What follows belongs to an exercise in optimizing a design on an open flow for a short achievable clock period and few clock cycles; a production flow would make more cautious choices.
In this exercise RTL edits were held to simulation tests only and were not proved equivalent to the original.

==> inputs of v23 <==
## cumin_seq
module cumin_seq (
    input  wire        clk,
    input  wire        rst,
    input  wire        job_valid,
    output wire        job_ready,
    input  wire [7:0]  job_kind,
    input  wire [31:0] job_id,
    input  wire [31:0] job_gen,
    output wire [13:0] cs_addr,
    input  wire [38:0] cs_rdata,
    output wire        tbl_sel,
    output wire [7:0]  tbl_idx,
    input  wire [31:0] tbl_rdata,
    input  wire [31:0] time_us,
    output wire        op_valid,
    input  wire        op_ready,
    output wire [5:0]  op_code,
    output wire [2:0]  op_ce,
    output wire [3:0]  op_dst,
    output wire [31:0] op_arg,
    output wire [17:0] op_imm,
    input  wire [31:0] op_rdata,
    input  wire        req_valid,
    input  wire [1:0]  req_kind,
    output reg         res_valid,
    output reg  [2:0]  res_code,
    output reg  [31:0] res_data,
    output reg         res_committed,
    output reg         cs_corrected
);
    localparam RES_DONE = 3'd0, RES_FAIL = 3'd1, RES_ABANDON = 3'd2,
               RES_HALT = 3'd3, RES_UNCORR = 3'd4;
    localparam BTB_ON = 0;       
    localparam BTB_AW = 6;
    localparam BTB_N  = 1 << BTB_AW;
    integer i;
    function [5:0] pos;
        input integer n;
        integer p, c;
  ...
clock: 13.0 ns
lec_check: 0
abc_clock_period_in_ps: 4000
cap_margin: 20
core_margin: 2
core_utilization: 30
slew_margin: 20
standard.sh (not shown) runs the stock make flow with config.mk's settings and CLKGATE_MAP_FILE= SYNTH_SCRIPT=/design/flow/synth_recipe.tcl, a recipe that flattens the netlist after the stock synthesis.
==> flow/flow/run.sh <==
#!/bin/bash
# The standard layout, with timing repair aimed well below the clock
# period so that the achieved period is as short as the design allows.
# The constraints (constraint.sdc, 13 ns clock) are the standard flow's, unchanged.
set -euo pipefail
bash standard.sh SETUP_SLACK_MARGIN=8.5 finish > standard_flow.log 2>&1
==> inputs of v12, as changes to v23 <==
--- a/flow/design.v
+++ b/flow/design.v
@@ -26,16 +26,15 @@
     output reg  [2:0]  res_code,
     output reg  [31:0] res_data,
     output reg         res_committed,
     output reg         cs_corrected
 );
     localparam RES_DONE = 3'd0, RES_FAIL = 3'd1, RES_ABANDON = 3'd2,
                RES_HALT = 3'd3, RES_UNCORR = 3'd4;
-    localparam BTB_ON = 0;       
-    localparam BTB_AW = 6;
+    localparam BTB_AW = 5;
     localparam BTB_N  = 1 << BTB_AW;
     integer i;
     function [5:0] pos;
         input integer n;
         integer p, c;
         begin
             pos = 6'd0;
@@ -311,27 +310,25 @@
     wire        eq_h = cs_addr_q == need;
     wire        fv_n = s_r ? eq_r : s_t ? eq_t : s_p ? eq_p : s_c ? eq_c : eq_h;
     reg                btb_v   [0:BTB_N-1];
     reg [13-BTB_AW:0]  btb_tag [0:BTB_N-1];
     reg [13:0]         btb_tgt [0:BTB_N-1];
     wire [BTB_AW-1:0]  bix_t = ptgt[BTB_AW-1:0];
     wire [BTB_AW-1:0]  bix_1 = need_p1[BTB_AW-1:0];
-    wire [BTB_AW-1:0]  bix_n = need[BTB_AW-1:0];
-    wire               hit_t = BTB_ON && btb_v[bix_t] && btb_tag[bix_t] == ptgt[13:BTB_AW];
-    wire               hit_1 = BTB_ON && btb_v[bix_1] && btb_tag[bix_1] == need_p1[13:BTB_AW];
+    wire               hit_t = btb_v[bix_t] && btb_tag[bix_t] == ptgt[13:BTB_AW];
+    wire               hit_1 = btb_v[bix_1] && btb_tag[bix_1] == need_p1[13:BTB_AW];
     wire               hit_s = pv ? hit_t : hit_1;
     wire [13:0]        bt_s  = pv ? btb_tgt[bix_t] : btb_tgt[bix_1];
-    wire               hit_n = BTB_ON && btb_v[bix_n] && btb_tag[bix_n] == need[13:BTB_AW];
-    wire               pv_n  = ~restart & ~er_e & (consume ? hit_s : hit_n);
-    wire [13:0]        ptgt_n = consume ? bt_s : btb_tgt[bix_n];
+    wire               pv_n  = ~restart & ~er_e & (consume ? hit_s : pv);
+    wire [13:0]        ptgt_n = consume ? bt_s : ptgt;
     wire [13:0]        seq_r = eq_r ? kqa1 : kqa;
     wire [13:0]        seq_t = eq_t ? x_tgt1 : x_tgt;
     wire [13:0]        seq_p = eq_p ? ir_pc2 : ir_pc1;
     wire [13:0]        seq_c = eq_c ? (hit_s ? bt_s : succ1) : succ;
-    wire [13:0]        seq_h = eq_h ? (hit_n ? btb_tgt[bix_n] : need_p1) : need;
+    wire [13:0]        seq_h = eq_h ? succ : need;
     wire [13:0]        seq_n = (s_r ? seq_r : s_t ? seq_t : s_p ? seq_p : s_c ? seq_c : seq_h);
     wire        pv_in     = load_r ? x_pv : pv;
     wire [31:0] cw     = cs_rdata[31:0];
     wire [5:0]  c_o    = cw[31:26];
     wire [3:0]  c_dst  = cw[25:22];
     wire [3:0]  c_src  = cw[21:18];
     wire c_rs  = c_o == 6'h02 || c_o == 6'h03 || (c_o >= 6'h05 && c_o <= 6'h07) ||
==> inputs of v32, as changes to v23 <==
--- a/flow/design.v
+++ b/flow/design.v
@@ -26,16 +26,15 @@
     output reg  [2:0]  res_code,
     output reg  [31:0] res_data,
     output reg         res_committed,
     output reg         cs_corrected
 );
     localparam RES_DONE = 3'd0, RES_FAIL = 3'd1, RES_ABANDON = 3'd2,
                RES_HALT = 3'd3, RES_UNCORR = 3'd4;
-    localparam BTB_ON = 0;       
-    localparam BTB_AW = 6;
+    localparam BTB_AW = 5;
     localparam BTB_N  = 1 << BTB_AW;
     integer i;
     function [5:0] pos;
         input integer n;
         integer p, c;
         begin
             pos = 6'd0;
@@ -312,19 +311,19 @@
     wire        fv_n = s_r ? eq_r : s_t ? eq_t : s_p ? eq_p : s_c ? eq_c : eq_h;
     reg                btb_v   [0:BTB_N-1];
     reg [13-BTB_AW:0]  btb_tag [0:BTB_N-1];
     reg [13:0]         btb_tgt [0:BTB_N-1];
     wire [BTB_AW-1:0]  bix_t = ptgt[BTB_AW-1:0];
     wire [BTB_AW-1:0]  bix_1 = need_p1[BTB_AW-1:0];
     wire [BTB_AW-1:0]  bix_n = need[BTB_AW-1:0];
-    wire               hit_t = BTB_ON && btb_v[bix_t] && btb_tag[bix_t] == ptgt[13:BTB_AW];
-    wire               hit_1 = BTB_ON && btb_v[bix_1] && btb_tag[bix_1] == need_p1[13:BTB_AW];
+    wire               hit_t = btb_v[bix_t] && btb_tag[bix_t] == ptgt[13:BTB_AW];
+    wire               hit_1 = btb_v[bix_1] && btb_tag[bix_1] == need_p1[13:BTB_AW];
     wire               hit_s = pv ? hit_t : hit_1;
     wire [13:0]        bt_s  = pv ? btb_tgt[bix_t] : btb_tgt[bix_1];
-    wire               hit_n = BTB_ON && btb_v[bix_n] && btb_tag[bix_n] == need[13:BTB_AW];
+    wire               hit_n = btb_v[bix_n] && btb_tag[bix_n] == need[13:BTB_AW];
     wire               pv_n  = ~restart & ~er_e & (consume ? hit_s : hit_n);
     wire [13:0]        ptgt_n = consume ? bt_s : btb_tgt[bix_n];
     wire [13:0]        seq_r = eq_r ? kqa1 : kqa;
     wire [13:0]        seq_t = eq_t ? x_tgt1 : x_tgt;
     wire [13:0]        seq_p = eq_p ? ir_pc2 : ir_pc1;
     wire [13:0]        seq_c = eq_c ? (hit_s ? bt_s : succ1) : succ;
     wire [13:0]        seq_h = eq_h ? (hit_n ? btb_tgt[bix_n] : need_p1) : need;
==> summary of the runs <==
- In v23 the clock skew is lower than in v12, by 0.010 ns.
- Of v12 and v32, v32 has the higher register-to-register slack (gap 0.18 ns).
- Global-route usage, lowest first: v12, v32, v23.
- Utilization: v23 > v32 > v12.
Testbench counts of v23, summed over its fixed seeds: cycles 84,173.
Testbench counts of v12, summed over its fixed seeds: cycles 82,751.
Testbench counts of v32, summed over its fixed seeds: cycles 82,745.

-- separate check: timing with driven ports --
Ports are ideal in the flow. The routed layouts listed here were re-timed in OpenROAD. Step 1: set_driving_cell puts a clkbuf_16 on clk and a buf_2 on each other input, an assumption about the parent block. Step 2, shift: input delay + t, output delay - t, t = (earliest + latest rising clock arrival at the registers) / 2. This alone moves slack from input paths to output paths. Slacks: no drivers / after step 1 / after step 2; pairs: no drivers / after step 1.
| run | shift t [ns] | slack for setup (ns) | worst setup path at the end |
|---|---|---|---|
| v23 | 0.858 | 7.910 / 7.927 / 7.069 | input to register |
| v12 | 1.016 | 8.128 / 8.060 / 7.044 | input to register |
| v32 | 1.077 | 8.303 / 8.234 / 7.234 | input to register |
After both steps every run listed still meets setup and hold. The setup slack of v12, which loses most, moves by -0.068 ns with the drivers and by -1.084 ns with both steps.
